What follows belongs to an exercise in optimizing a design on an open flow for a short achievable clock period and few clock cycles; a production flow would make more cautious choices.
Only simulation tests tie the RTL to the original design; equivalence was not proved.
Power figures rest on the tool's default switching activity, not on a simulated workload.

==> design.v <==
module weevil_core (
    input  wire        clk,
    input  wire        rst,
    input  wire [1:0]  core_id,
    output reg         mem_req,
    output reg         mem_we,
    output reg  [31:0] mem_addr,
    output reg  [3:0]  mem_be,
    output reg  [31:0] mem_wdata,
    input  wire        mem_ready,
    input  wire [31:0] mem_rdata,
    output reg         halted,
    output reg         fault
);
    localparam [3:0] XS_RUN = 4'd0, XS_MEM = 4'd1, XS_AMOR = 4'd2, XS_AMOC = 4'd3,
                     XS_AMOW = 4'd4, XS_MUL1 = 4'd5, XS_MUL2 = 4'd6, XS_DV1 = 4'd7,
                     XS_DV2 = 4'd8, XS_DVF = 4'd9, XS_STOP = 4'd10, XS_MUL3 = 4'd11,
                     XS_DV0 = 4'd12;
    localparam [7:0] C_ILLEGAL = 8'd1, C_MISALIGNED = 8'd2, C_TRAP = 8'd7, C_BREAK = 8'd8;
    reg [3:0]  xs;
    reg        cur_fetch;       
    reg [31:2] fpc;             
    reg [31:0] d_ir;
    reg        d_v;
    reg [31:2] d_pc, d_pn;             
    reg [15:1] d_ra, d_rb, d_rc;       
    reg [15:1] d_rd;                   
    reg        d_fl, d_md, d_mem, d_amo, d_sys, d_late;
    reg [15:1] d_late_oh;
    reg [31:0] ir;
    reg        ir_v;
    reg [31:2] ir_pc, x_pn;
    reg        ir_fl;                  
    reg        ir_md;                  
    reg        ir_mem;                 
    reg        ir_amo;                 
    reg        ir_sys;                 
    reg        x_late;                 
    reg [15:1] x_late_oh;
    reg [31:0] rf [1:15];
    reg        st_ie, st_mode, st_exl, st_pie, st_pmode;
    reg        fl_v, fl_c, fl_z, fl_n;
    reg [31:0] cr_epc, cr_ecause, cr_eaddr, cr_vbase, cr_irq_mask, cr_scratch;
    wire [31:0] status = {fl_n, fl_z, fl_c, fl_v, 23'd0, st_pmode, st_pie, st_exl, st_mode, st_ie};
    wire [31:0] pc = {ir_pc, 2'b00};
    wire [1:0] fmt = ir[31:30];
    wire [5:0] r_fn    = ir[29:24];
    wire [3:0] r_rd    = ir[23:20];
    wire [3:0] r_rb    = ir[15:12];
    wire       r_s     = ir[11];
    wire [4:0] r_shamt = ir[10:6];
    wire [3:0]  i_fn  = ir[29:26];
    wire [3:0]  i_rd  = ir[25:22];
    wire [3:0]  i_ra  = ir[21:18];
    wire        i_s   = ir[17];
    wire [15:0] i_imm = ir[15:0];
    wire [2:0]  m_op    = ir[29:27];
    wire [1:0]  m_mode  = ir[26:25];
    wire [3:0]  m_rt    = ir[24:21];
    wire [3:0]  m_rb    = ir[20:17];
    wire [1:0]  m_scale = ir[12:11];
    wire [11:0] m_disp  = ir[11:0];
    wire [3:0] b_fn  = ir[29:26];
    wire [3:0] b_f1  = ir[25:22];
    wire [3:0] b_f2  = ir[21:18];
    wire [1:0] b_aop = ir[13:12];
    function [11:0] reg_idx(input [31:0] w);
        case (w[31:30])
            2'b00:   reg_idx = {w[19:16], w[15:12], 4'd0};
            2'b01:   reg_idx = {w[21:18], 4'd0, 4'd0};
            2'b10:   reg_idx = {w[20:17], w[16:13], w[24:21]};
            default: reg_idx = {w[21:18], w[17:14], w[25:22]};
        endcase
    endfunction
    function [15:1] onehot(input [3:0] x);
        integer k;
        for (k = 1; k < 16; k = k + 1) onehot[k] = (x == k[3:0]);
    endfunction
    function [15:1] pre_rd(input [31:0] w);
        case (w[31:30])
            2'b00:   pre_rd = onehot(w[23:20]);
            2'b01:   pre_rd = onehot(w[25:22]);
            2'b10:   pre_rd = 15'd0;
            default: pre_rd = (w[29:26] == 4'd1) ? onehot(4'd14) : 15'd0;
        endcase
    endfunction
    function pre_fl(input [31:0] w);
        pre_fl = (w[31:30] == 2'b11) && ((w[29:26] == 4'd0) || (w[29:26] == 4'd15));
    endfunction
    function late_of(input [31:0] w);
        late_of = (w[31:30] == 2'b10 && w[29:27] <= 3'd4) ||
                  (w[31:30] == 2'b00 && w[29:24] >= 6'h10 && w[29:24] <= 6'h16) ||
                  (w[31:26] == 6'b110011);
    endfunction
    function [15:1] late_oh_of(input [31:0] w);
        case (w[31:30])
            2'b00:   late_oh_of = onehot(w[23:20]);
            2'b10:   late_oh_of = onehot(w[24:21]);
            default: late_oh_of = onehot(w[25:22]);
        endcase
    endfunction
    reg [31:0] va, vb, vc;
    wire [31:0] va2 = va, vb2 = vb;
    reg [31:0] d_va, d_vb, d_vc;
    integer rk;
    always @(*) begin
        d_va = 32'd0; d_vb = 32'd0; d_vc = 32'd0;
        for (rk = 1; rk < 16; rk = rk + 1) begin
            d_va = d_va | ({32{d_ra[rk]}} & rf[rk]);
            d_vb = d_vb | ({32{d_rb[rk]}} & rf[rk]);
            d_vc = d_vc | ({32{d_rc[rk]}} & rf[rk]);
        end
    end
    wire [31:0] imm_sx = {{16{i_imm[15]}}, i_imm};
    wire [31:0] imm_zx = {16'd0, i_imm};
    reg         x_binv, x_bimm, x_cin1, x_cinc, x_musevb;
    reg  [31:0] x_imm, x_moff, x_mbase;
    wire [31:0] add_a = va;
    wire [31:0] add_b = (x_bimm ? x_imm : vb) ^ {32{x_binv}};
    wire        add_cin = x_cin1 | (x_cinc & fl_c);
    wire [32:0] add_sum = {1'b0, add_a} + {1'b0, add_b} + {32'd0, add_cin};
    wire        add_v   = (add_a[31] == add_b[31]) && (add_sum[31] != add_a[31]);
    wire [4:0]  sh_amt = r_fn[2] ? r_shamt : vb2[4:0];
    function [31:0] rev32(input [31:0] x);
        integer k;
        for (k = 0; k < 32; k = k + 1) rev32[k] = x[31 - k];
    endfunction
    wire        sh_left = (r_fn[1:0] == 2'b00);
    wire [31:0] sh_in   = sh_left ? rev32(va2) : va2;
    wire [31:0] sh_hi   = (r_fn[1:0] == 2'b10) ? {32{va2[31]}} :
                          (r_fn[1:0] == 2'b11) ? va2 : 32'd0;
    wire [64:0] sh_w    = {sh_hi, sh_in, 1'b0} >> sh_amt;
    wire [31:0] sh_res  = sh_left ? rev32(sh_w[32:1]) : sh_w[32:1];
    wire        sh_c    = (r_fn[1:0] == 2'b11) ? sh_w[32] : sh_w[0];
    function [5:0] clz32(input [31:0] x);
        integer k;
        begin
            clz32 = 6'd32;
            for (k = 0; k < 32; k = k + 1)
                if (x[k]) clz32 = 6'd31 - k[5:0];
        end
    endfunction
    wire [5:0] clz = clz32(va2);
    reg cond_ok;
    always @(*) begin
        case (b_f1)
            4'd0:  cond_ok = 1'b1;
            4'd1:  cond_ok = fl_z;
            4'd2:  cond_ok = !fl_z;
            4'd3:  cond_ok = fl_n;
            4'd4:  cond_ok = !fl_n;
            4'd5:  cond_ok = fl_v;
            4'd6:  cond_ok = !fl_v;
            4'd7:  cond_ok = fl_c;
            4'd8:  cond_ok = !fl_c;
            4'd9:  cond_ok = fl_c && !fl_z;
            4'd10: cond_ok = !fl_c || fl_z;
            4'd11: cond_ok = (fl_n == fl_v);
            4'd12: cond_ok = (fl_n != fl_v);
            4'd13: cond_ok = !fl_z && (fl_n == fl_v);
            4'd14: cond_ok = fl_z || (fl_n != fl_v);
            default: cond_ok = 1'b0;
        endcase
    end
    reg [31:0] m_size;
    always @(*) begin
        case (m_op)
            3'd0, 3'd1, 3'd5: m_size = 32'd1;
            3'd2, 3'd3, 3'd6: m_size = 32'd2;
            default:          m_size = 32'd4;
        endcase
    end
    reg [31:0] m_addr;
    always @(*) begin
        m_addr = va2 + (x_musevb ? (vb2 << m_scale) : x_moff);
    end
    wire [31:0] m_base_new = va2 + x_mbase;
    reg        cr_known;
    reg [31:0] cr_rval;
    always @(*) begin
        cr_known = 1'b1;
        cr_rval  = 32'd0;
        if (i_imm[15:4] != 12'd0) cr_known = 1'b0;
        else case (i_imm[3:0])
            4'd0: cr_rval = status;
            4'd1: cr_rval = cr_epc;
            4'd2: cr_rval = cr_ecause;
            4'd3: cr_rval = cr_eaddr;
            4'd4: cr_rval = cr_vbase;
            4'd5: cr_rval = {30'd0, core_id};
            4'd6: cr_rval = 32'd0;
            4'd7: cr_rval = cr_irq_mask;
            4'd8: cr_rval = cr_scratch;
            default: cr_known = 1'b0;
        endcase
    end
    wire cr_task_ok = (i_imm == 16'd0) || (i_imm == 16'd5);
    reg  [31:2] x_btarget, x_pcp4;
    reg         x_tk_ok, x_nt_ok;
    wire [31:0] br_target = {x_btarget, 2'b00};
    wire [31:0] pc_plus4 = {x_pcp4, 2'b00};
    wire [31:2] d_btarget = d_pc + ((d_ir[29:26] == 4'd1) ? {{4{d_ir[25]}}, d_ir[25:0]}
                                                          : {{8{d_ir[21]}}, d_ir[21:0]});
    wire [31:2] d_pcp4 = d_pc + 30'd1;
    wire d_takes = (d_ir[31:26] == 6'b110001) ||
                   (d_ir[31:26] == 6'b110000 && d_ir[25:22] != 4'd15 &&
                    (d_ir[25:22] == 4'd0 || d_ir[21]));
    wire d_redir_raw = d_v && d_takes && (d_btarget != d_pn);
    wire [31:2] d_pn_eff = d_redir_raw ? d_btarget : d_pn;
    reg        ex_illegal, ex_misal;
    reg [31:0] ex_misal_addr;
    reg        ex_trap, ex_brk;
    reg        wr_en;
    reg [3:0]  wr_idx;
    reg [31:0] wr_val;
    reg        fl_set_nz, fl_set_c, fl_set_v;
    reg        n_n, n_z, n_c, n_v;
    reg        jump;
    reg [31:0] jump_pc;
    reg        is_mem, is_load, is_amo, is_div, is_mul, is_wait, is_rfe, is_crw, is_fence;
    reg [31:0] res;
    wire       div0 = (vb2 == 32'd0);
    always @(*) begin
        ex_illegal = 1'b0; ex_misal = 1'b0; ex_misal_addr = 32'd0;
        ex_trap = 1'b0; ex_brk = 1'b0;
        wr_en = 1'b0; wr_idx = 4'd0; wr_val = 32'd0;
        fl_set_nz = 1'b0; fl_set_c = 1'b0; fl_set_v = 1'b0;
        n_n = fl_n; n_z = fl_z; n_c = fl_c; n_v = fl_v;
        jump = 1'b0; jump_pc = br_target;
        is_mem = 1'b0; is_load = 1'b0; is_amo = 1'b0; is_div = 1'b0; is_mul = 1'b0;
        is_wait = 1'b0; is_rfe = 1'b0; is_crw = 1'b0; is_fence = 1'b0;
        res = 32'd0;
        case (fmt)
        2'b00: begin
            wr_idx = r_rd;
            wr_en  = 1'b1;
            fl_set_nz = r_s;
            if (ir[5:0] != 6'd0) ex_illegal = 1'b1;
            if (r_shamt != 5'd0 && !(r_fn >= 6'h0C && r_fn <= 6'h0F)) ex_illegal = 1'b1;
            case (r_fn)
                6'h00, 6'h01, 6'h02, 6'h03, 6'h17: begin
                    res = add_sum[31:0];
                    fl_set_c = r_s; fl_set_v = r_s;
                    n_c = add_sum[32]; n_v = add_v;
                    if (r_fn == 6'h17) begin
                        wr_en = 1'b0;
                        fl_set_nz = 1'b1; fl_set_c = 1'b1; fl_set_v = 1'b1;
                        if (r_rd != 4'd0) ex_illegal = 1'b1;
                    end
                end
                6'h04: res = va & vb;
                6'h05: res = va | vb;
                6'h06: res = va ^ vb;
                6'h07: res = va & ~vb;
                6'h08, 6'h09, 6'h0A, 6'h0B, 6'h0C, 6'h0D, 6'h0E, 6'h0F: begin
                    res = sh_res; n_c = sh_c;
                end
                6'h10, 6'h11, 6'h12: begin
                    is_mul = 1'b1; wr_en = 1'b0; fl_set_nz = 1'b0;
                end
                6'h13, 6'h14, 6'h15, 6'h16: begin
                    if (div0) res = (r_fn == 6'h13 || r_fn == 6'h14) ? 32'hFFFF_FFFF : va2;
                    else begin is_div = 1'b1; fl_set_nz = 1'b0; end    
                end
                6'h18: begin
                    res = va & vb; wr_en = 1'b0; fl_set_nz = 1'b1;
                    if (r_rd != 4'd0) ex_illegal = 1'b1;
                end
                6'h19: res = ($signed(va) < $signed(vb)) ? va : vb;
                6'h1A: res = ($signed(va) > $signed(vb)) ? va : vb;
                6'h1B: res = (va < vb) ? va : vb;
                6'h1C: res = (va > vb) ? va : vb;
                6'h1D: res = {26'd0, clz};
                6'h1E: res = {va2[7:0], va2[15:8], va2[23:16], va2[31:24]};
                6'h1F: res = {{24{va2[7]}}, va2[7:0]};
                6'h20: res = {{16{va2[15]}}, va2[15:0]};
                default: ex_illegal = 1'b1;
            endcase
            if (r_fn >= 6'h08 && r_fn <= 6'h0F) fl_set_c = r_s && (sh_amt != 5'd0);
            if (r_fn >= 6'h0C && r_fn <= 6'h0F && r_rb != 4'd0) ex_illegal = 1'b1;
            if (r_fn >= 6'h1D && r_fn <= 6'h20 && r_rb != 4'd0) ex_illegal = 1'b1;
            wr_val = res;
            n_n = res[31]; n_z = (res == 32'd0);
        end
        2'b01: begin
            wr_idx = i_rd;
            wr_en  = 1'b1;
            fl_set_nz = i_s;
            if (ir[16]) ex_illegal = 1'b1;
            case (i_fn)
                4'd0, 4'd4: begin
                    res = add_sum[31:0];
                    fl_set_c = i_s; fl_set_v = i_s;
                    n_c = add_sum[32]; n_v = add_v;
                    if (i_fn == 4'd4) begin
                        wr_en = 1'b0;
                        fl_set_nz = 1'b1; fl_set_c = 1'b1; fl_set_v = 1'b1;
                        if (i_rd != 4'd0) ex_illegal = 1'b1;
                    end
                end
                4'd1: res = va & imm_zx;
                4'd2: res = va | imm_zx;
                4'd3: res = va ^ imm_zx;
                4'd5: begin
                    res = va & imm_zx; wr_en = 1'b0; fl_set_nz = 1'b1;
                    if (i_rd != 4'd0) ex_illegal = 1'b1;
                end
                4'd6: begin
                    res = {i_imm, 16'd0};
                    if (i_ra != 4'd0 || i_s) ex_illegal = 1'b1;
                end
                4'd7: begin
                    res = pc + {imm_sx[29:0], 2'b00};
                    if (i_ra != 4'd0 || i_s) ex_illegal = 1'b1;
                end
                default: ex_illegal = 1'b1;
            endcase
            wr_val = res;
            n_n = res[31]; n_z = (res == 32'd0);
        end
        2'b10: begin
            is_mem  = 1'b1;
            is_load = (m_op <= 3'd4);
            case (m_mode)
                2'b00: if (ir[16:12] != 5'd0) ex_illegal = 1'b1;
                2'b01, 2'b10: if (ir[16:0] != 17'd0 || m_rb == 4'd0 ||
                                  (is_load && m_rt == m_rb)) ex_illegal = 1'b1;
                default: if (ir[10:0] != 11'd0) ex_illegal = 1'b1;
            endcase
            if ((m_size == 32'd2 && m_addr[0]) || (m_size == 32'd4 && m_addr[1:0] != 2'b00)) begin
                ex_misal = 1'b1; ex_misal_addr = m_addr;
            end
            wr_en = (m_mode == 2'b01 || m_mode == 2'b10);
            wr_idx = m_rb; wr_val = m_base_new;
        end
        default: begin
            case (b_fn)
                4'd0: begin
                    if (b_f1 == 4'd15) ex_illegal = 1'b1;
                    else if (cond_ok) jump = 1'b1;
                end
                4'd1: begin
                    wr_en = 1'b1; wr_idx = 4'd14; wr_val = pc_plus4;
                    jump = 1'b1;
                end
                4'd2: begin
                    if (ir[17:0] != 18'd0) ex_illegal = 1'b1;
                    else if (va2[1:0] != 2'b00) begin
                        ex_misal = 1'b1; ex_misal_addr = va2;
                    end
                    wr_en = 1'b1; wr_idx = b_f1; wr_val = pc_plus4;
                    jump = 1'b1; jump_pc = va2;
                end
                4'd3: begin
                    is_amo = 1'b1;
                    if (ir[11:0] != 12'd0) ex_illegal = 1'b1;
                    else if (va2[1:0] != 2'b00) begin
                        ex_misal = 1'b1; ex_misal_addr = va2;
                    end
                end
                4'd15: begin
                    if (ir[17:16] != 2'b00) ex_illegal = 1'b1;
                    case (b_f1)
                        4'd0: begin
                            if (b_f2 != 4'd0 || i_imm[15:8] != 8'd0) ex_illegal = 1'b1;
                            ex_trap = 1'b1;
                        end
                        4'd1: begin
                            if (b_f2 != 4'd0 || i_imm != 16'd0 || st_mode) ex_illegal = 1'b1;
                            is_rfe = 1'b1;
                            jump = 1'b1; jump_pc = cr_epc;
                        end
                        4'd2: begin
                            if (b_f2 != 4'd0 || i_imm != 16'd0) ex_illegal = 1'b1;
                            is_wait = 1'b1;
                        end
                        4'd3: begin
                            if (b_f2 != 4'd0 || i_imm != 16'd0) ex_illegal = 1'b1;
                            is_fence = 1'b1;
                        end
                        4'd4: begin
                            if (!cr_known || (st_mode && !cr_task_ok)) ex_illegal = 1'b1;
                            wr_en = 1'b1; wr_idx = b_f2; wr_val = cr_rval;
                        end
                        4'd5: begin
                            if (!cr_known || (st_mode && !cr_task_ok)) ex_illegal = 1'b1;
                            is_crw = 1'b1;
                        end
                        4'd6: begin
                            if (b_f2 != 4'd0 || i_imm != 16'd0) ex_illegal = 1'b1;
                            ex_brk = 1'b1;
                        end
                        default: ex_illegal = 1'b1;
                    endcase
                end
                default: ex_illegal = 1'b1;
            endcase
        end
        endcase
    end
    wire        ex_any = ex_illegal | ex_misal | ex_trap | ex_brk;
    reg  [3:0]  ex_cause;
    reg  [7:0]  ex_info;
    reg  [31:0] ex_epc, ex_eaddr;
    always @(*) begin
        ex_info = 8'd0; ex_epc = pc; ex_eaddr = 32'd0;
        if (ex_illegal)    ex_cause = C_ILLEGAL[3:0];
        else if (ex_misal) begin ex_cause = C_MISALIGNED[3:0]; ex_eaddr = ex_misal_addr; end
        else if (ex_trap)  begin ex_cause = C_TRAP[3:0]; ex_info = i_imm[7:0]; ex_epc = pc_plus4; end
        else               ex_cause = C_BREAK[3:0];
    end
    wire [31:0] ex_vector = {cr_vbase[31:8], ex_cause, 4'd0};
    reg [2:0]  ld_op;
    reg [1:0]  ld_lo;
    reg [3:0]  ld_rt;
    reg [15:1] ld_rt_oh;
    reg        dreq;        
    reg        q_v, q_we, q_ld;
    reg [31:2] q_addr;
    reg [3:0]  q_be;
    reg [31:0] q_wdata;
    reg [2:0]  q_op;
    reg [1:0]  q_lo;
    reg [15:1] q_rt_oh;
    reg        ld_is;
    reg [1:0]  amo_op;
    reg [3:0]  amo_rd;
    reg [31:0] amo_data, amo_cmp, amo_old;
    reg [32:0] mul_a, mul_b;
    reg [63:0] mul_p0, mul_p1, mul_p2, mul_p3;    
    reg        mul_hi;
    reg [3:0]  mul_rd;
    reg        mul_s;
    wire [63:0] mul_ax = {{31{mul_a[32]}}, mul_a};
    wire [63:0] mul_r0 = mul_b[0] ? (mul_ax << 0) : 64'd0;
    wire [63:0] mul_r1 = mul_b[1] ? (mul_ax << 1) : 64'd0;
    wire [63:0] mul_r2 = mul_b[2] ? (mul_ax << 2) : 64'd0;
    wire [63:0] mul_r3 = mul_b[3] ? (mul_ax << 3) : 64'd0;
    wire [63:0] mul_r4 = mul_b[4] ? (mul_ax << 4) : 64'd0;
    wire [63:0] mul_r5 = mul_b[5] ? (mul_ax << 5) : 64'd0;
    wire [63:0] mul_r6 = mul_b[6] ? (mul_ax << 6) : 64'd0;
    wire [63:0] mul_r7 = mul_b[7] ? (mul_ax << 7) : 64'd0;
    wire [63:0] mul_r8 = mul_b[8] ? (mul_ax << 8) : 64'd0;
    wire [63:0] mul_r9 = mul_b[9] ? (mul_ax << 9) : 64'd0;
    wire [63:0] mul_r10 = mul_b[10] ? (mul_ax << 10) : 64'd0;
    wire [63:0] mul_r11 = mul_b[11] ? (mul_ax << 11) : 64'd0;
    wire [63:0] mul_r12 = mul_b[12] ? (mul_ax << 12) : 64'd0;
    wire [63:0] mul_r13 = mul_b[13] ? (mul_ax << 13) : 64'd0;
    wire [63:0] mul_r14 = mul_b[14] ? (mul_ax << 14) : 64'd0;
    wire [63:0] mul_r15 = mul_b[15] ? (mul_ax << 15) : 64'd0;
    wire [63:0] mul_r16 = mul_b[16] ? (mul_ax << 16) : 64'd0;
    wire [63:0] mul_r17 = mul_b[17] ? (mul_ax << 17) : 64'd0;
    wire [63:0] mul_r18 = mul_b[18] ? (mul_ax << 18) : 64'd0;
    wire [63:0] mul_r19 = mul_b[19] ? (mul_ax << 19) : 64'd0;
    wire [63:0] mul_r20 = mul_b[20] ? (mul_ax << 20) : 64'd0;
    wire [63:0] mul_r21 = mul_b[21] ? (mul_ax << 21) : 64'd0;
    wire [63:0] mul_r22 = mul_b[22] ? (mul_ax << 22) : 64'd0;
    wire [63:0] mul_r23 = mul_b[23] ? (mul_ax << 23) : 64'd0;
    wire [63:0] mul_r24 = mul_b[24] ? (mul_ax << 24) : 64'd0;
    wire [63:0] mul_r25 = mul_b[25] ? (mul_ax << 25) : 64'd0;
    wire [63:0] mul_r26 = mul_b[26] ? (mul_ax << 26) : 64'd0;
    wire [63:0] mul_r27 = mul_b[27] ? (mul_ax << 27) : 64'd0;
    wire [63:0] mul_r28 = mul_b[28] ? (mul_ax << 28) : 64'd0;
    wire [63:0] mul_r29 = mul_b[29] ? (mul_ax << 29) : 64'd0;
    wire [63:0] mul_r30 = mul_b[30] ? (mul_ax << 30) : 64'd0;
    wire [63:0] mul_r31 = mul_b[31] ? (mul_ax << 31) : 64'd0;
    wire [63:0] mul_r32 = mul_b[32] ? ~(mul_ax << 32) : 64'd0;
    wire [63:0] mul_r33 = {63'd0, mul_b[32]};
    wire [63:0] mul_l1s0 = mul_r0 ^ mul_r1 ^ mul_r2;
    wire [63:0] mul_l1c0 = ((mul_r0 & mul_r1) | (mul_r0 & mul_r2) | (mul_r1 & mul_r2)) << 1;
    wire [63:0] mul_l1s1 = mul_r3 ^ mul_r4 ^ mul_r5;
    wire [63:0] mul_l1c1 = ((mul_r3 & mul_r4) | (mul_r3 & mul_r5) | (mul_r4 & mul_r5)) << 1;
    wire [63:0] mul_l1s2 = mul_r6 ^ mul_r7 ^ mul_r8;
    wire [63:0] mul_l1c2 = ((mul_r6 & mul_r7) | (mul_r6 & mul_r8) | (mul_r7 & mul_r8)) << 1;
    wire [63:0] mul_l1s3 = mul_r9 ^ mul_r10 ^ mul_r11;
    wire [63:0] mul_l1c3 = ((mul_r9 & mul_r10) | (mul_r9 & mul_r11) | (mul_r10 & mul_r11)) << 1;
    wire [63:0] mul_l1s4 = mul_r12 ^ mul_r13 ^ mul_r14;
    wire [63:0] mul_l1c4 = ((mul_r12 & mul_r13) | (mul_r12 & mul_r14) | (mul_r13 & mul_r14)) << 1;
    wire [63:0] mul_l1s5 = mul_r15 ^ mul_r16 ^ mul_r17;
    wire [63:0] mul_l1c5 = ((mul_r15 & mul_r16) | (mul_r15 & mul_r17) | (mul_r16 & mul_r17)) << 1;
    wire [63:0] mul_l1s6 = mul_r18 ^ mul_r19 ^ mul_r20;
    wire [63:0] mul_l1c6 = ((mul_r18 & mul_r19) | (mul_r18 & mul_r20) | (mul_r19 & mul_r20)) << 1;
    wire [63:0] mul_l1s7 = mul_r21 ^ mul_r22 ^ mul_r23;
    wire [63:0] mul_l1c7 = ((mul_r21 & mul_r22) | (mul_r21 & mul_r23) | (mul_r22 & mul_r23)) << 1;
    wire [63:0] mul_l1s8 = mul_r24 ^ mul_r25 ^ mul_r26;
    wire [63:0] mul_l1c8 = ((mul_r24 & mul_r25) | (mul_r24 & mul_r26) | (mul_r25 & mul_r26)) << 1;
    wire [63:0] mul_l1s9 = mul_r27 ^ mul_r28 ^ mul_r29;
    wire [63:0] mul_l1c9 = ((mul_r27 & mul_r28) | (mul_r27 & mul_r29) | (mul_r28 & mul_r29)) << 1;
    wire [63:0] mul_l1s10 = mul_r30 ^ mul_r31 ^ mul_r32;
    wire [63:0] mul_l1c10 = ((mul_r30 & mul_r31) | (mul_r30 & mul_r32) | (mul_r31 & mul_r32)) << 1;
    wire [63:0] mul_l2s0 = mul_l1s0 ^ mul_l1c0 ^ mul_l1s1;
    wire [63:0] mul_l2c0 = ((mul_l1s0 & mul_l1c0) | (mul_l1s0 & mul_l1s1) | (mul_l1c0 & mul_l1s1)) << 1;
    wire [63:0] mul_l2s1 = mul_l1c1 ^ mul_l1s2 ^ mul_l1c2;
    wire [63:0] mul_l2c1 = ((mul_l1c1 & mul_l1s2) | (mul_l1c1 & mul_l1c2) | (mul_l1s2 & mul_l1c2)) << 1;
    wire [63:0] mul_l2s2 = mul_l1s3 ^ mul_l1c3 ^ mul_l1s4;
    wire [63:0] mul_l2c2 = ((mul_l1s3 & mul_l1c3) | (mul_l1s3 & mul_l1s4) | (mul_l1c3 & mul_l1s4)) << 1;
    wire [63:0] mul_l2s3 = mul_l1c4 ^ mul_l1s5 ^ mul_l1c5;
    wire [63:0] mul_l2c3 = ((mul_l1c4 & mul_l1s5) | (mul_l1c4 & mul_l1c5) | (mul_l1s5 & mul_l1c5)) << 1;
    wire [63:0] mul_l2s4 = mul_l1s6 ^ mul_l1c6 ^ mul_l1s7;
    wire [63:0] mul_l2c4 = ((mul_l1s6 & mul_l1c6) | (mul_l1s6 & mul_l1s7) | (mul_l1c6 & mul_l1s7)) << 1;
    wire [63:0] mul_l2s5 = mul_l1c7 ^ mul_l1s8 ^ mul_l1c8;
    wire [63:0] mul_l2c5 = ((mul_l1c7 & mul_l1s8) | (mul_l1c7 & mul_l1c8) | (mul_l1s8 & mul_l1c8)) << 1;
    wire [63:0] mul_l2s6 = mul_l1s9 ^ mul_l1c9 ^ mul_l1s10;
    wire [63:0] mul_l2c6 = ((mul_l1s9 & mul_l1c9) | (mul_l1s9 & mul_l1s10) | (mul_l1c9 & mul_l1s10)) << 1;
    wire [63:0] mul_l3s0 = mul_l2s0 ^ mul_l2c0 ^ mul_l2s1;
    wire [63:0] mul_l3c0 = ((mul_l2s0 & mul_l2c0) | (mul_l2s0 & mul_l2s1) | (mul_l2c0 & mul_l2s1)) << 1;
    wire [63:0] mul_l3s1 = mul_l2c1 ^ mul_l2s2 ^ mul_l2c2;
    wire [63:0] mul_l3c1 = ((mul_l2c1 & mul_l2s2) | (mul_l2c1 & mul_l2c2) | (mul_l2s2 & mul_l2c2)) << 1;
    wire [63:0] mul_l3s2 = mul_l2s3 ^ mul_l2c3 ^ mul_l2s4;
    wire [63:0] mul_l3c2 = ((mul_l2s3 & mul_l2c3) | (mul_l2s3 & mul_l2s4) | (mul_l2c3 & mul_l2s4)) << 1;
    wire [63:0] mul_l3s3 = mul_l2c4 ^ mul_l2s5 ^ mul_l2c5;
    wire [63:0] mul_l3c3 = ((mul_l2c4 & mul_l2s5) | (mul_l2c4 & mul_l2c5) | (mul_l2s5 & mul_l2c5)) << 1;
    wire [63:0] mul_l3s4 = mul_l2s6 ^ mul_l2c6 ^ mul_l1c10;
    wire [63:0] mul_l3c4 = ((mul_l2s6 & mul_l2c6) | (mul_l2s6 & mul_l1c10) | (mul_l2c6 & mul_l1c10)) << 1;
    wire [63:0] mul_l4s0 = mul_l3s0 ^ mul_l3c0 ^ mul_l3s1;
    wire [63:0] mul_l4c0 = ((mul_l3s0 & mul_l3c0) | (mul_l3s0 & mul_l3s1) | (mul_l3c0 & mul_l3s1)) << 1;
    wire [63:0] mul_l4s1 = mul_l3c1 ^ mul_l3s2 ^ mul_l3c2;
    wire [63:0] mul_l4c1 = ((mul_l3c1 & mul_l3s2) | (mul_l3c1 & mul_l3c2) | (mul_l3s2 & mul_l3c2)) << 1;
    wire [63:0] mul_l4s2 = mul_l3s3 ^ mul_l3c3 ^ mul_l3s4;
    wire [63:0] mul_l4c2 = ((mul_l3s3 & mul_l3c3) | (mul_l3s3 & mul_l3s4) | (mul_l3c3 & mul_l3s4)) << 1;
    wire [63:0] mul_l5s0 = mul_l4s0 ^ mul_l4c0 ^ mul_l4s1;
    wire [63:0] mul_l5c0 = ((mul_l4s0 & mul_l4c0) | (mul_l4s0 & mul_l4s1) | (mul_l4c0 & mul_l4s1)) << 1;
    wire [63:0] mul_l5s1 = mul_l4c1 ^ mul_l4s2 ^ mul_l4c2;
    wire [63:0] mul_l5c1 = ((mul_l4c1 & mul_l4s2) | (mul_l4c1 & mul_l4c2) | (mul_l4s2 & mul_l4c2)) << 1;
    wire [63:0] mul_l6s0 = mul_l5s0 ^ mul_l5c0 ^ mul_l5s1;
    wire [63:0] mul_l6c0 = ((mul_l5s0 & mul_l5c0) | (mul_l5s0 & mul_l5s1) | (mul_l5c0 & mul_l5s1)) << 1;
    wire [63:0] mul_l6s1 = mul_l5c1 ^ mul_l3c4 ^ mul_r33;
    wire [63:0] mul_l6c1 = ((mul_l5c1 & mul_l3c4) | (mul_l5c1 & mul_r33) | (mul_l3c4 & mul_r33)) << 1;
    wire [63:0] mul_cs0 = mul_l6s0;
    wire [63:0] mul_cs1 = mul_l6c0;
    wire [63:0] mul_cs2 = mul_l6s1;
    wire [63:0] mul_cs3 = mul_l6c1;
    wire [63:0] mul_w0 = mul_p0 ^ mul_p1 ^ mul_p2;
    wire [63:0] mul_w1 = ((mul_p0 & mul_p1) | (mul_p0 & mul_p2) | (mul_p1 & mul_p2)) << 1;
    wire [63:0] mul_w2 = mul_w0 ^ mul_w1 ^ mul_p3;
    wire [63:0] mul_w3 = ((mul_w0 & mul_w1) | (mul_w0 & mul_p3) | (mul_w1 & mul_p3)) << 1;
    wire [63:0] mul_p = mul_w2 + mul_w3;
    wire [31:0] mul_res = mul_hi ? mul_p[63:32] : mul_p[31:0];
    reg [31:0] dv_rem, dv_d, dv_q;
    reg [33:0] dv_d3;
    reg [4:0]  dv_cnt;
    reg        dv_negq, dv_negr, dv_isq, dv_sa, dv_sb;
    reg [3:0]  dv_rd;
    reg        dv_s;
    wire [5:0] dv_clza = clz32(dv_rem);
    wire [5:0] dv_clzb = clz32(dv_d);
    wire [6:0] dv_k    = {1'b0, dv_clzb} - {1'b0, dv_clza};
    wire [34:0] dv_r1 = {3'b0, dv_rem} - {3'b0, dv_d};
    wire [34:0] dv_r2 = {3'b0, dv_rem} - {2'b0, dv_d, 1'b0};
    wire [34:0] dv_r3 = {3'b0, dv_rem} - {1'b0, dv_d3};
    wire [4:0]  dv_m0 = {dv_k[4:1], 1'b0};     
    wire [33:0] dv_b3 = {2'b0, dv_d} + {1'b0, dv_d, 1'b0};
    wire [31:0] dv_qf  = dv_negq ? -dv_q : dv_q;
    wire [31:0] dv_rf  = dv_negr ? -dv_rem : dv_rem;
    wire [31:0] dv_res = dv_isq ? dv_qf : dv_rf;
    wire [31:0] ld_w = mem_rdata >> {ld_lo, 3'b000};
    wire [7:0]  ld_b = ld_w[7:0];
    wire [15:0] ld_h = ld_lo[1] ? mem_rdata[31:16] : mem_rdata[15:0];
    reg  [31:0] ld_val;
    always @(*) begin
        case (ld_op)
            3'd0: ld_val = {{24{ld_b[7]}}, ld_b};
            3'd1: ld_val = {24'd0, ld_b};
            3'd2: ld_val = {{16{ld_h[15]}}, ld_h};
            3'd3: ld_val = {16'd0, ld_h};
            default: ld_val = mem_rdata;
        endcase
    end
    reg        mp1, mwb_v;
    reg [15:1] mul_rd_oh;
    reg        mul_wb;       
    wire mul_busy = mp1 | mwb_v;
    wire x_amo_bg = (xs == XS_AMOC) || (xs == XS_AMOW);
    wire x_div_bg = (xs == XS_DV1) || (xs == XS_DV2);
    wire x_hazard = (mul_busy && (ir_md || (mul_s && ir_fl))) ||
                    (q_v && ir_mem) ||
                    ((dreq || q_v) && (ir_amo || ir_sys || st_exl)) ||
                    (x_amo_bg && (ir_mem || ir_sys || st_exl || ir_md)) ||
                    (x_div_bg && (ir_amo || ir_sys || st_exl || ir_md || (dv_s && ir_fl)));
    wire x_exec   = ((xs == XS_RUN) || x_amo_bg || x_div_bg) && ir_v && !x_hazard;
    wire [15:1] d_regs = d_ra | d_rb | d_rc | d_rd;
    wire [31:0] d_msize = (d_ir[29:27] == 3'd0 || d_ir[29:27] == 3'd1 || d_ir[29:27] == 3'd5) ? 32'd1 :
                          (d_ir[29:27] == 3'd2 || d_ir[29:27] == 3'd3 || d_ir[29:27] == 3'd6) ? 32'd2 : 32'd4;
    wire d_hazard = (ir_v && x_late && (d_regs & x_late_oh) != 15'd0) ||
                    ((mp1 || (mwb_v && !mul_wb)) && (d_regs & mul_rd_oh) != 15'd0) ||
                    (dreq && ld_is && !mem_ready && (d_regs & ld_rt_oh) != 15'd0) ||
                    (q_v && q_ld && (d_regs & q_rt_oh) != 15'd0) ||
                    (x_div_bg && (d_regs & onehot(dv_rd)) != 15'd0);
    wire x_fault  = x_exec && ex_any && st_exl;
    wire x_exc    = x_exec && ex_any && !st_exl;
    wire x_ok     = x_exec && !ex_any;
    wire [31:0] x_next   = jump ? jump_pc : pc_plus4;
    wire x_is_jalr = (ir[31:26] == 6'b110010);
    wire x_mispred = x_is_jalr ? (va2[31:2] != x_pn) :
                     is_rfe    ? (cr_epc[31:2] != x_pn) :
                     jump      ? !x_tk_ok : !x_nt_ok;
    wire x_redir  = x_exc || (x_ok && (x_mispred || is_fence));
    wire [31:0] x_target = x_exc ? ex_vector : x_next;
    localparam BTB_N = 32;
    reg  [BTB_N-1:0] btb_v;
    reg  [8:0]       btb_tag [0:BTB_N-1];
    reg  [31:2]      btb_tgt [0:BTB_N-1];
    localparam IC_N = 32;
    reg  [IC_N-1:0] ic_v;
    reg  [31:7]     ic_tag  [0:IC_N-1];
    reg  [31:0]     ic_data [0:IC_N-1];
    reg  [31:0]      f_oh;
    function [31:0] onehot32(input [4:0] x);
        integer k;
        for (k = 0; k < 32; k = k + 1) onehot32[k] = (x == k[4:0]);
    endfunction
    reg  [8:0]       btb_rtag;
    reg  [31:2]      btb_rtgt;
    reg              btb_rv;
    reg  [31:7]      ic_rtag;
    reg  [31:0]      ic_rdata;
    reg              ic_rv;
    integer fk;
    always @(*) begin
        btb_rtag = 9'd0; btb_rtgt = 30'd0; btb_rv = 1'b0;
        ic_rtag = 25'd0; ic_rdata = 32'd0; ic_rv = 1'b0;
        for (fk = 0; fk < 32; fk = fk + 1) begin
            btb_rtag = btb_rtag | ({9{f_oh[fk]}} & btb_tag[fk]);
            btb_rtgt = btb_rtgt | ({30{f_oh[fk]}} & btb_tgt[fk]);
            btb_rv   = btb_rv | (f_oh[fk] & btb_v[fk]);
            ic_rtag  = ic_rtag | ({25{f_oh[fk]}} & ic_tag[fk]);
            ic_rdata = ic_rdata | ({32{f_oh[fk]}} & ic_data[fk]);
            ic_rv    = ic_rv | (f_oh[fk] & ic_v[fk]);
        end
    end
    wire             btb_hit = btb_rv && (btb_rtag == fpc[15:7]);
    wire [31:2]      fpc_seq = btb_hit ? btb_rtgt : fpc + 30'd1;
    wire [4:0]       btb_wi  = ir_pc[6:2];
    wire [4:0]      ic_i    = fpc[6:2];
    wire            ic_hit  = ic_rv && (ic_rtag == fpc[31:7]);
    wire            f_mem   = cur_fetch && mem_ready;      
    wire [31:0]     ir_in   = ic_hit ? ic_rdata : mem_rdata;
    wire d_adv    = d_v && !d_hazard && !x_redir &&
                    ((((xs == XS_RUN) || x_amo_bg || x_div_bg) && (!ir_v || x_exec)) ||
                     ((xs == XS_DVF) && !ir_v));
    wire [15:1] dv_rd_oh = (xs == XS_DVF) ? onehot(dv_rd) : 15'd0;
    wire [15:1] mb_oh    = mul_wb ? mul_rd_oh : 15'd0;
    wire d_redir  = d_redir_raw && !x_redir;
    wire f_ok     = (ic_hit || f_mem) && (!d_v || d_adv) && !d_redir;
    wire amo_cas_fail = (amo_op == 2'd3) && (mem_rdata != amo_cmp);
    reg [3:0] xs_n;
    always @(*) begin
        xs_n = xs;
        case (xs)
            XS_RUN: if (x_fault) xs_n = XS_STOP;
                    else if (x_ok) begin
                        if (is_amo)       xs_n = XS_AMOR;
                        else if (is_div)  xs_n = XS_DV1;
                        else if (is_wait) xs_n = XS_STOP;
                    end
            XS_MEM:  if (mem_ready) xs_n = XS_RUN;
            XS_AMOR: if (mem_ready) xs_n = (amo_op == 2'd1) ? XS_AMOC : XS_AMOW;
            XS_AMOC: xs_n = XS_AMOW;
            XS_AMOW: if (mem_ready || !mem_req) xs_n = XS_RUN;
            XS_MUL1: xs_n = XS_MUL2;
            XS_MUL2: xs_n = XS_MUL3;
            XS_MUL3: xs_n = XS_RUN;
            XS_DV0:  xs_n = XS_DV1;
            XS_DV1:  xs_n = dv_k[6] ? XS_DVF : XS_DV2;
            XS_DV2:  if (dv_cnt == 5'd0) xs_n = XS_DVF;
            XS_DVF:  xs_n = XS_RUN;
            default: xs_n = XS_STOP;
        endcase
    end
    wire        ir_v_n = d_adv ? 1'b1 : (x_exec || x_redir) ? 1'b0 : ir_v;
    wire        d_v_n  = x_redir ? 1'b0 : f_ok ? 1'b1 : d_adv ? 1'b0 : d_v;
    wire [31:2] fpc_n  = x_redir ? x_target[31:2] : d_redir ? d_btarget : f_ok ? fpc_seq : fpc;
    wire        cur_data = dreq || (xs == XS_AMOR) || (xs == XS_AMOW && mem_req);
    wire        stop_n   = (xs == XS_STOP) || x_fault || (x_ok && is_wait);
    reg [3:0]  xr_be;
    reg [31:0] xr_wdata;
    always @(*) begin
        xr_be = 4'b1111; xr_wdata = vc;
        case (m_op)
            3'd5: begin xr_be = 4'b0001 << m_addr[1:0]; xr_wdata = {4{vc[7:0]}}; end
            3'd6: begin xr_be = m_addr[1] ? 4'b1100 : 4'b0011; xr_wdata = {2{vc[15:0]}}; end
            default: ;
        endcase
    end
    reg        rf_we;
    reg [3:0]  rf_wa;
    reg [31:0] rf_wd;
    always @(*) begin
        rf_we = 1'b0; rf_wa = wr_idx; rf_wd = wr_val; mul_wb = 1'b0;
        case (xs)
            XS_DVF:  begin rf_we = 1'b1; rf_wa = dv_rd; rf_wd = dv_res; end
            default: if (x_exec && wr_en) rf_we = x_ok && !is_div;
                     else mul_wb = mwb_v;
        endcase
        if (mul_wb) begin rf_we = 1'b1; rf_wa = mul_rd; rf_wd = mul_res; end
    end
    wire [15:1] x_wr_oh = (ir_v && wr_en && !is_div) ? onehot(wr_idx) : 15'd0;
    wire        lp_ld  = dreq && ld_is && mem_ready;
    wire        lp_amo = (xs == XS_AMOR) && mem_ready;
    wire [15:1] lp_oh  = lp_ld ? ld_rt_oh : lp_amo ? onehot(amo_rd) : 15'd0;
    wire [31:0] lp_wd  = lp_ld ? ld_val : mem_rdata;
    wire [15:1] ld_byp_oh = lp_ld ? ld_rt_oh : 15'd0;    
    integer i;
    always @(posedge clk) begin
        if (rst) begin
            xs <= XS_RUN;
            cur_fetch <= 1'b1;
            fpc <= 30'd0;
            f_oh <= 32'd1;
            ir_v <= 1'b0;
            d_v <= 1'b0;
            btb_v <= {BTB_N{1'b0}};
            ic_v <= {IC_N{1'b0}};
            dreq <= 1'b0;
            q_v <= 1'b0;
            mp1 <= 1'b0; mwb_v <= 1'b0;
            mem_req <= 1'b1; mem_we <= 1'b0; mem_addr <= 32'd0; mem_be <= 4'b1111;
            halted <= 1'b0; fault <= 1'b0;
            for (i = 1; i < 16; i = i + 1) rf[i] <= 32'd0;
            st_ie <= 1'b0; st_mode <= 1'b0; st_exl <= 1'b0; st_pie <= 1'b0; st_pmode <= 1'b0;
            fl_n <= 1'b0; fl_z <= 1'b0; fl_c <= 1'b0; fl_v <= 1'b0;
            cr_epc <= 32'd0; cr_ecause <= 32'd0; cr_eaddr <= 32'd0; cr_vbase <= 32'd0;
            cr_irq_mask <= 32'd0; cr_scratch <= 32'd0;
        end else begin
            xs   <= xs_n;
            ir_v <= ir_v_n;
            d_v  <= d_v_n;
            fpc  <= fpc_n;
            f_oh <= x_redir ? onehot32(x_target[6:2]) : d_redir ? onehot32(d_btarget[6:2]) :
                    f_ok ? (btb_hit ? onehot32(btb_rtgt[6:2]) : {f_oh[30:0], f_oh[31]}) : f_oh;
            if (d_redir && !d_adv) d_pn <= d_btarget;
            if (x_ok && jump) begin
                btb_v[btb_wi] <= 1'b1;
                btb_tag[btb_wi] <= ir_pc[15:7];
                btb_tgt[btb_wi] <= jump_pc[31:2];
            end else if (x_ok && x_mispred)
                btb_v[btb_wi] <= 1'b0;
            if (x_ok && is_fence) ic_v <= {IC_N{1'b0}};
            if (f_mem) begin
                ic_v[ic_i] <= 1'b1;
                ic_tag[ic_i] <= fpc[31:7];
                ic_data[ic_i] <= mem_rdata;
            end
            if (f_ok) begin
                d_ir <= ir_in;
                d_pc <= fpc;
                d_pn <= fpc_seq;
                d_ra <= onehot(reg_idx(ir_in) >> 8);
                d_rb <= onehot(reg_idx(ir_in) >> 4);
                d_rc <= onehot(reg_idx(ir_in));
                d_rd <= pre_rd(ir_in);
                d_fl <= pre_fl(ir_in);
                d_md <= (ir_in[31:30] == 2'b00) && (ir_in[29:24] >= 6'h10) &&
                        (ir_in[29:24] <= 6'h16);
                d_mem <= (ir_in[31:30] == 2'b10) || (ir_in[31:26] == 6'b110011);
                d_amo <= (ir_in[31:26] == 6'b110011);
                d_sys <= (ir_in[31:26] == 6'b111111);
                d_late <= late_of(ir_in);
                d_late_oh <= late_oh_of(ir_in);
            end
            if (d_adv) begin
                x_binv <= (d_ir[31:30] == 2'b00 && (d_ir[29:24] == 6'h01 || d_ir[29:24] == 6'h03 ||
                                                     d_ir[29:24] == 6'h17)) ||
                          (d_ir[31:30] == 2'b01 && d_ir[29:26] == 4'd4);
                x_bimm <= (d_ir[31:30] == 2'b01);
                x_cin1 <= (d_ir[31:30] == 2'b00 && (d_ir[29:24] == 6'h01 || d_ir[29:24] == 6'h17)) ||
                          (d_ir[31:30] == 2'b01 && d_ir[29:26] == 4'd4);
                x_cinc <= (d_ir[31:30] == 2'b00 && (d_ir[29:24] == 6'h02 || d_ir[29:24] == 6'h03));
                x_imm  <= {{16{d_ir[15]}}, d_ir[15:0]};
                x_musevb <= (d_ir[26:25] == 2'b11);
                x_moff <= (d_ir[26:25] == 2'b00) ? {{20{d_ir[11]}}, d_ir[11:0]} :
                          (d_ir[26:25] == 2'b10) ? -d_msize : 32'd0;
                x_mbase <= (d_ir[26:25] == 2'b01) ? d_msize : -d_msize;
                ir <= d_ir; ir_pc <= d_pc; x_pn <= d_pn_eff;
                x_btarget <= d_btarget; x_pcp4 <= d_pcp4;
                x_tk_ok <= (d_btarget == d_pn_eff); x_nt_ok <= (d_pcp4 == d_pn_eff);
                ir_fl <= d_fl; ir_md <= d_md; ir_mem <= d_mem; ir_amo <= d_amo; ir_sys <= d_sys;
                x_late <= d_late; x_late_oh <= d_late_oh;
                va <= ((x_wr_oh & d_ra) != 15'd0) ? wr_val : ((mb_oh & d_ra) != 15'd0) ? mul_res :
                      ((dv_rd_oh & d_ra) != 15'd0) ? dv_res :
                      ((ld_byp_oh & d_ra) != 15'd0) ? ld_val : d_va;
                vb <= ((x_wr_oh & d_rb) != 15'd0) ? wr_val : ((mb_oh & d_rb) != 15'd0) ? mul_res :
                      ((dv_rd_oh & d_rb) != 15'd0) ? dv_res :
                      ((ld_byp_oh & d_rb) != 15'd0) ? ld_val : d_vb;
                vc <= ((x_wr_oh & d_rc) != 15'd0) ? wr_val : ((mb_oh & d_rc) != 15'd0) ? mul_res :
                      ((dv_rd_oh & d_rc) != 15'd0) ? dv_res :
                      ((ld_byp_oh & d_rc) != 15'd0) ? ld_val : d_vc;
            end
            for (i = 1; i < 16; i = i + 1)
                if (rf_we && rf_wa == i[3:0]) rf[i] <= rf_wd;
                else if (lp_oh[i]) rf[i] <= lp_wd;
            if (x_exc) begin
                cr_epc    <= ex_epc;
                cr_ecause <= {16'd0, ex_info, 4'd0, ex_cause};
                cr_eaddr  <= ex_eaddr;
                st_pie <= st_ie; st_pmode <= st_mode;
                st_ie <= 1'b0; st_mode <= 1'b0; st_exl <= 1'b1;
            end
            if (x_fault) fault <= 1'b1;
            if (x_ok) begin
                if (is_wait) halted <= 1'b1;
                if (fl_set_nz) begin fl_n <= n_n; fl_z <= n_z; end
                if (fl_set_c) fl_c <= n_c;
                if (fl_set_v) fl_v <= n_v;
                if (is_rfe) begin
                    st_ie <= st_pie; st_mode <= st_pmode; st_exl <= 1'b0;
                end
                if (is_crw) begin
                    case (i_imm[3:0])
                        4'd0: begin
                            {fl_n, fl_z, fl_c, fl_v} <= va2[31:28];
                            {st_pmode, st_pie, st_exl, st_mode, st_ie} <= va2[4:0];
                        end
                        4'd1: cr_epc <= va2;
                        4'd4: cr_vbase <= {va2[31:8], 8'd0};
                        4'd7: cr_irq_mask <= va2;
                        4'd8: cr_scratch <= va2;
                        default: ;
                    endcase
                end
            end
            if (xs == XS_RUN) begin
                amo_op <= b_aop; amo_rd <= b_f1; amo_data <= vb2; amo_cmp <= vc;
                dv_negq <= (r_fn == 6'h14) && (va2[31] ^ vb2[31]);
                dv_negr <= (r_fn == 6'h16) && va2[31];
                dv_isq  <= (r_fn == 6'h13 || r_fn == 6'h14);
                dv_sa   <= (r_fn == 6'h14 || r_fn == 6'h16) && va2[31];
                dv_sb   <= (r_fn == 6'h14 || r_fn == 6'h16) && vb2[31];
                dv_rem  <= ((r_fn == 6'h14 || r_fn == 6'h16) && va2[31]) ? -va2 : va2;
                dv_d    <= ((r_fn == 6'h14 || r_fn == 6'h16) && vb2[31]) ? -vb2 : vb2;
                dv_rd <= r_rd; dv_s <= r_s;
            end
            if (x_exec && is_mul) begin
                mul_a <= {(r_fn == 6'h12) & va2[31], va2};
                mul_b <= {(r_fn == 6'h12) & vb2[31], vb2};
                mul_hi <= (r_fn != 6'h10); mul_rd <= r_rd; mul_s <= r_s;
                mul_rd_oh <= onehot(r_rd);
            end
            mp1 <= x_ok && is_mul;
            mwb_v <= mp1 || (mwb_v && !mul_wb);
            if (x_ok && fl_set_nz && mul_busy) mul_s <= 1'b0;
            if (x_ok && fl_set_nz && x_div_bg) dv_s <= 1'b0;
            if (mp1) begin
                mul_p0 <= mul_cs0; mul_p1 <= mul_cs1;
                mul_p2 <= mul_cs2; mul_p3 <= mul_cs3;
            end
            if (mul_wb && mul_s && !(x_ok && fl_set_nz)) begin
                fl_n <= mul_res[31]; fl_z <= (mul_res == 32'd0);
            end
            if (xs == XS_DV1) begin
                dv_q <= 32'd0;
                dv_d <= dv_d << dv_m0;
                dv_d3 <= dv_b3 << dv_m0;
                dv_cnt <= {1'b0, dv_k[4:1]};
            end
            if (xs == XS_DV2) begin
                if (!dv_r3[34]) begin
                    dv_rem <= dv_r3[31:0]; dv_q <= {dv_q[29:0], 2'b11};
                end else if (!dv_r2[34]) begin
                    dv_rem <= dv_r2[31:0]; dv_q <= {dv_q[29:0], 2'b10};
                end else if (!dv_r1[34]) begin
                    dv_rem <= dv_r1[31:0]; dv_q <= {dv_q[29:0], 2'b01};
                end else
                    dv_q <= {dv_q[29:0], 2'b00};
                dv_d <= dv_d >> 2;
                dv_d3 <= dv_d3 >> 2;
                dv_cnt <= dv_cnt - 5'd1;
            end
            if (xs == XS_DVF && dv_s) begin
                fl_n <= dv_res[31]; fl_z <= (dv_res == 32'd0);
            end
            if (xs == XS_AMOR && mem_ready) amo_old <= mem_rdata;
            cur_fetch <= 1'b0;
            if (cur_data && !mem_ready) begin
                if (x_ok && is_mem) q_v <= 1'b1;     
                if (!q_v) begin
                    q_we <= !is_load; q_ld <= is_load;
                    q_addr <= m_addr[31:2]; q_be <= xr_be; q_wdata <= xr_wdata;
                    q_op <= m_op; q_lo <= m_addr[1:0]; q_rt_oh <= onehot(m_rt);
                end
            end else begin
                if (dreq && q_v) begin
                    mem_be <= q_be; mem_wdata <= q_wdata;
                    ld_op <= q_op; ld_lo <= q_lo; ld_rt_oh <= q_rt_oh; ld_is <= q_ld;
                end else if (xs == XS_AMOR) begin
                    mem_wdata <= (amo_op == 2'd2) ? (mem_rdata | amo_data) : amo_data;
                end else if (xs == XS_AMOC) begin
                    mem_wdata <= amo_old + amo_data;
                end else begin
                    mem_be <= is_mem ? xr_be : 4'b1111; mem_wdata <= xr_wdata;
                    ld_op <= m_op; ld_lo <= m_addr[1:0]; ld_rt_oh <= onehot(m_rt); ld_is <= is_load;
                end
                mem_req <= 1'b0;
                dreq <= 1'b0;
                if (stop_n) begin
                end else if (dreq && q_v) begin      
                    mem_req <= 1'b1; dreq <= 1'b1; q_v <= 1'b0;
                    mem_addr <= {q_addr, 2'b00}; mem_we <= q_we;
                end else if (x_ok && is_mem) begin
                    mem_req <= 1'b1; dreq <= 1'b1;
                    mem_addr <= {m_addr[31:2], 2'b00}; mem_we <= !is_load;
                end else if (x_ok && is_amo) begin
                    mem_req  <= 1'b1;
                    mem_addr <= {va2[31:2], 2'b00};
                    mem_we   <= 1'b0;
                end else if (xs == XS_AMOR) begin    
                    if (amo_op != 2'd1) begin
                        mem_req <= !amo_cas_fail; mem_we <= 1'b1;
                    end
                end else if (xs == XS_AMOC) begin
                    mem_req <= 1'b1; mem_we <= 1'b1;
                end else begin
                    mem_req <= 1'b1; cur_fetch <= 1'b1; mem_we <= 1'b0;
                    mem_addr <= {fpc_n, 2'b00};
                end
            end
        end
    end
endmodule
==> flow/run.sh <==
#!/bin/bash
# Standard ORFS layout (the standard.sh, standard synthesis unchanged), with
# repair_timing asked for extra setup margin so that the resizer keeps
# optimising paths well below the 20 ns constraint. Clock, I/O delays and loads
# are the design's constraint.sdc as given.
set -euo pipefail
MARGIN=$(cat flow/margin.txt)
sed "s/\"\${@:-finish}\"/SETUP_SLACK_MARGIN=${MARGIN} \"\${@:-finish}\"/" standard.sh > tuned_standard.sh
grep -q "SETUP_SLACK_MARGIN=${MARGIN}" tuned_standard.sh
bash tuned_standard.sh finish > orfs_make.log 2>&1
==> flow/margin.txt <==
15
==> standard.sh <==
#!/bin/bash
# synth_recipe.tcl (not shown) runs the flow's synth.tcl, then flattens the netlist and writes it again
# the make line also repeats each setting of config.mk as NAME=value (left out here)
make -C /OpenROAD-flow-scripts/flow DESIGN_CONFIG=/design/flow/config.mk WORK_HOME=/design/flow/orfs CLKGATE_MAP_FILE= SYNTH_SCRIPT=/design/flow/synth_recipe.tcl "${@:-finish}"
==> config.mk <==
export PLATFORM = sky130hd
export DESIGN_NAME = weevil_core
export DESIGN_NICKNAME = weevil_core
export VERILOG_FILES = /design/flow/design.v
export SDC_FILE = /design/flow/constraint.sdc
export NUM_CORES = 4
export LEC_CHECK = 0
export ABC_CLOCK_PERIOD_IN_PS = 5000
export CAP_MARGIN = 30
export CELL_PAD_IN_SITES_DETAIL_PLACEMENT = 1
export CORE_MARGIN = 2
export CORE_UTILIZATION = 22
export PLACE_DENSITY = 0.35
export SLEW_MARGIN = 60
==> constraint.sdc <==
create_clock -name core_clock -period 20.0 [get_ports {clk}]
set_input_delay 4.0000 -clock core_clock [delete_from_list [all_inputs] [get_ports {clk}]]
set_output_delay 4.0000 -clock core_clock [all_outputs]
set_load 0.01 [all_outputs]
==> notes.md <==
Mapped Area: 281000 µm²
PortBufs: 106
crit path kind: flop to output port
Syn-to-layout area delta: 34.4%
Pwr per Cell Area: 139 nW/µm²
antenna violations before repair: 183
Peak Freq: 0.166 GHz
Die Wd: 1130 µm
r2r setup slk: 14.11 ns
Final #Nets: 28800
number of routed nets with antenna violations: 0
critical path startpoint category: flop
Met2 Wirelength: 765000 µm
Reg area: 144000 µm²
Routed WL per cell: 39.7 µm
Root Buffer: clkbuf_16
post-synthesis sequential area ratio: 51.1%
Core Region: 1270000 µm²
DIE AREA: 1280000 µm²
Post-Place Setup Slack: 11.98 ns
combinational power share: 52.5%
sum of negative setup slack: 0 ns
Psw: 23.7 mW
final core occ: 29.7%
Final Hold Violating Endpoints: 0
vias in the first global route: 243000
Worst VDD drop: 0.000198 V
first-pass GRT wire length: 2280000 µm
crit share post-route: 30.2%
highest metal used: met5
Design Area, Final: 377000 µm²
DR vias: 250000
# rows: 414
worst slew pin tran: 0.711 ns
cell internal pwr: 28.6 mW
routability congestion estimate from global placement: 0.963
DR DRC count: 0
Total GRT Usage: 25.7%
relative slew slack: 52.4%
Avg Vias per Cell: 5.62
most used flip-flop cell after synthesis: edfxtp_1
Clock Power Share: 21.3%
Detailed Route Iter0 Violations: 34200
Worst EP arrival: 2.03 ns
number of synthesized flops with an enable pin: 4219
Req. time, crit path: 16.00 ns
TritonCTS Buffers: 613
H-tree Lvls: 6
Remaining Overflow, GRT: 0
io pins: 109
dpl hpwl: 1120000 µm
Hold Crit Class: flop to flop
Placement Cell Area: 316000 µm²
final WL: 1760000 µm
Initial Util: 22.1%
synth unique cells: 114
FF+latch count, synth: 5047
Avg Cell Area, Syn: 11.3 µm²
Max Root-Sink Buffers: 5
P_leak: 133 nW
async set-or-reset flop fraction in the synthesized netlist: 0%
setup ws final: 13.97 ns
cells after synthesis: 24900
Flop pwr share: 26.2%
RSZ-0062 raised after global routing: true
share of cells above drive strength 1: 27.5%
met1 WL: 725000 µm
outcome: no timing/DRC/antenna violations
# hold bufs at CTS: 0
Final Skew: 0.110 ns
max cap viols: 0
crit path time final: 6.03 ns
CTS tree: yes
metal3 WL: 154000 µm
clock sink total: 5047
final setup vio count: 0
later-pin clock latency in the skew report: 1.21 ns
CP Capture Type: output port
Worst-path clk slew: 0.06 ns
crit-path max FO: 1
fillcell total: 138000
Switching Fraction: 45.3%
largest net degree at the start of global routing: 80
Vert. Die Dim: 1130 µm
Initial DRT Pass Iterations: 13
yosys warns: 2
Final Max Tran Viols: 0
area of the multi-input gates: 144000 µm²
-- cell families (layout without fill, tap and decap cells) --
family	Yosys count	in the layout	share of synthesized area [%]
fa+ha+maj	1785	1785	11.0
compound gates	7130	7134	17.8
buf+inv	3260	5848	4.44
mux	647	647	2.74
simple gates	6312	6316	10.7
flops	5047	5047	51.1
other cells	1	84	0.00134
xor+xnor	698	698	2.23
-- worst max-delay path, cell delays in order, from the launching register on --
cell and delay [ns]:
edfxtp_1 0.53, buf_8 0.22, buf_6 0.13
-- registers in the layout (all words and copies together), names as in the netlist, 33 cells and up, named ones only --
name and count:
mul_p0 64, mul_a 33, ic_data 1024, rf 480, btb_tgt 960, mul_p1 63, ic_tag 800, mul_p3 34
dv_d3 34, mul_b 33, mul_p2 49, btb_tag 288
-- power by group through the flow --
| stage | logic [mW] | registers (mW) | clock network (mW) |
|---|---|---|---|
| after floorplan | 9.87 | 13.3 | 0 |
| after global placement | 18.5 | 14.2 | 0 |
| after detailed placement | 19.5 | 14.0 | 0 |
| after CTS | 24.6 | 13.7 | 11.3 |
| after global routing | 28.0 | 13.7 | 11.6 |
| final | 27.5 | 13.7 | 11.1 |
-- cells in the final DEF (no fill, tap or decap), drive strengths merged, types with 555 or more instances in the layout --
cell / n
nand2: 1812
inv: 1394
nor2: 1591
a221oi: 560
a22oi: 1637
o21ai: 1063
buf: 3134
nand3: 555
a21oi: 1338
dfxtp: 828
clkbuf: 941
ha: 645
fa: 1140
and2: 887
edfxtp: 4219
-- layer usage --
metal / track usage, % / vias up
met5: 0.0147 / -
met4: 13.7 / 44
met3: 5.10 / 3782
met2: 39.3 / 13900
met1: 34.4 / 134000
li1: - / 98200
-- what timing repair did --
action,4_1_cts,5_1_grt
pin swaps,755,606
gates resized for setup,3603,1457
endpoints found under the setup margin,4931,3013
cloned,202,149
buffers inserted,945,477
-- cell type report --
cell class              instances  area share, %
repair buffers               3325           11.5
flip-flops and latches       5047           38.1
diodes                         82         0.0544
multi-input cells           16600           38.2
clock buffers                 805           4.42
clock inverters               283          0.635
inverters                    1429           1.51
repair inverters                6         0.0192
well taps                   16800           5.59
-- synth_stat cells (all sizes together), types with 349 or more instances --
cell	instances	area share, %
dfxtp	828	5.9
o21ai	1063	1.9
fa	1140	8.1
nor2	1591	2.1
a221oi	560	1.8
inv	1415	1.9
ha	645	2.9
nor3	408	0.73
a22o	461	1.4
edfxtp	4219	45
clkbuf	1423	1.9
nand4	370	0.82
buf	408	0.63
xnor2	459	1.4
mux2i	349	1.2
a22oi	1637	4.4
nand3	553	0.99
nand2	1811	2.4
a21oi	1338	2.4
and2	887	2.0
-- final timing paths --
check / cells past startpoint / to / start
setup reg to reg: 22 / rf[2][25]$_SDFFE_PP0P_ / va[20]$_DFFE_PP_
hold / removal: 0 / x_late_oh[13]$_DFFE_PP_ / d_late_oh[13]$_DFFE_PP_
setup / recovery: 2 / mem_wdata[3] / mem_wdata[3]$_DFFE_PP_
hold reg to reg: 0 / x_late_oh[13]$_DFFE_PP_ / d_late_oh[13]$_DFFE_PP_
-- through the flow --
stage               power (mW)  cells  hold slack [ns]
floorplan                 23.2  24900            0.400
global placement          32.7  41100            0.404
detailed placement        33.5  41400            0.405
CTS                       49.5  43700            0.389
global route              53.3  44300            0.416
finish                    52.3  44400            0.390
Testbench counts, summed over its fixed seeds: cycles 124,118.

==> static timing again, ports no longer ideal <==
How much do the figures lean on ideal ports? The routed layout below was timed once more, with nothing changed but the port constraints.
Step 1 assumes that a clkbuf_16 drives the clock port and a buf_2 every other input.
Step 2 adds t to the input delays and takes it off the output delays; t is the mean of the earliest and latest rising clock arrival at the registers after step 1. Input paths then give back, and output paths get back, about the clock's delay inside the block.
a / b / c = ideal / step 1 / step 2; a / b = the first two.
t (ns): 1.319
setup WS [ns]: 13.967 / 13.804 / 12.996
worst data-port slew with drivers (ns): 0.24
After both steps setup and hold are still met in this run. For this run, drivers alone change the setup slack by -0.163 ns; drivers and shift together by -0.971 ns.
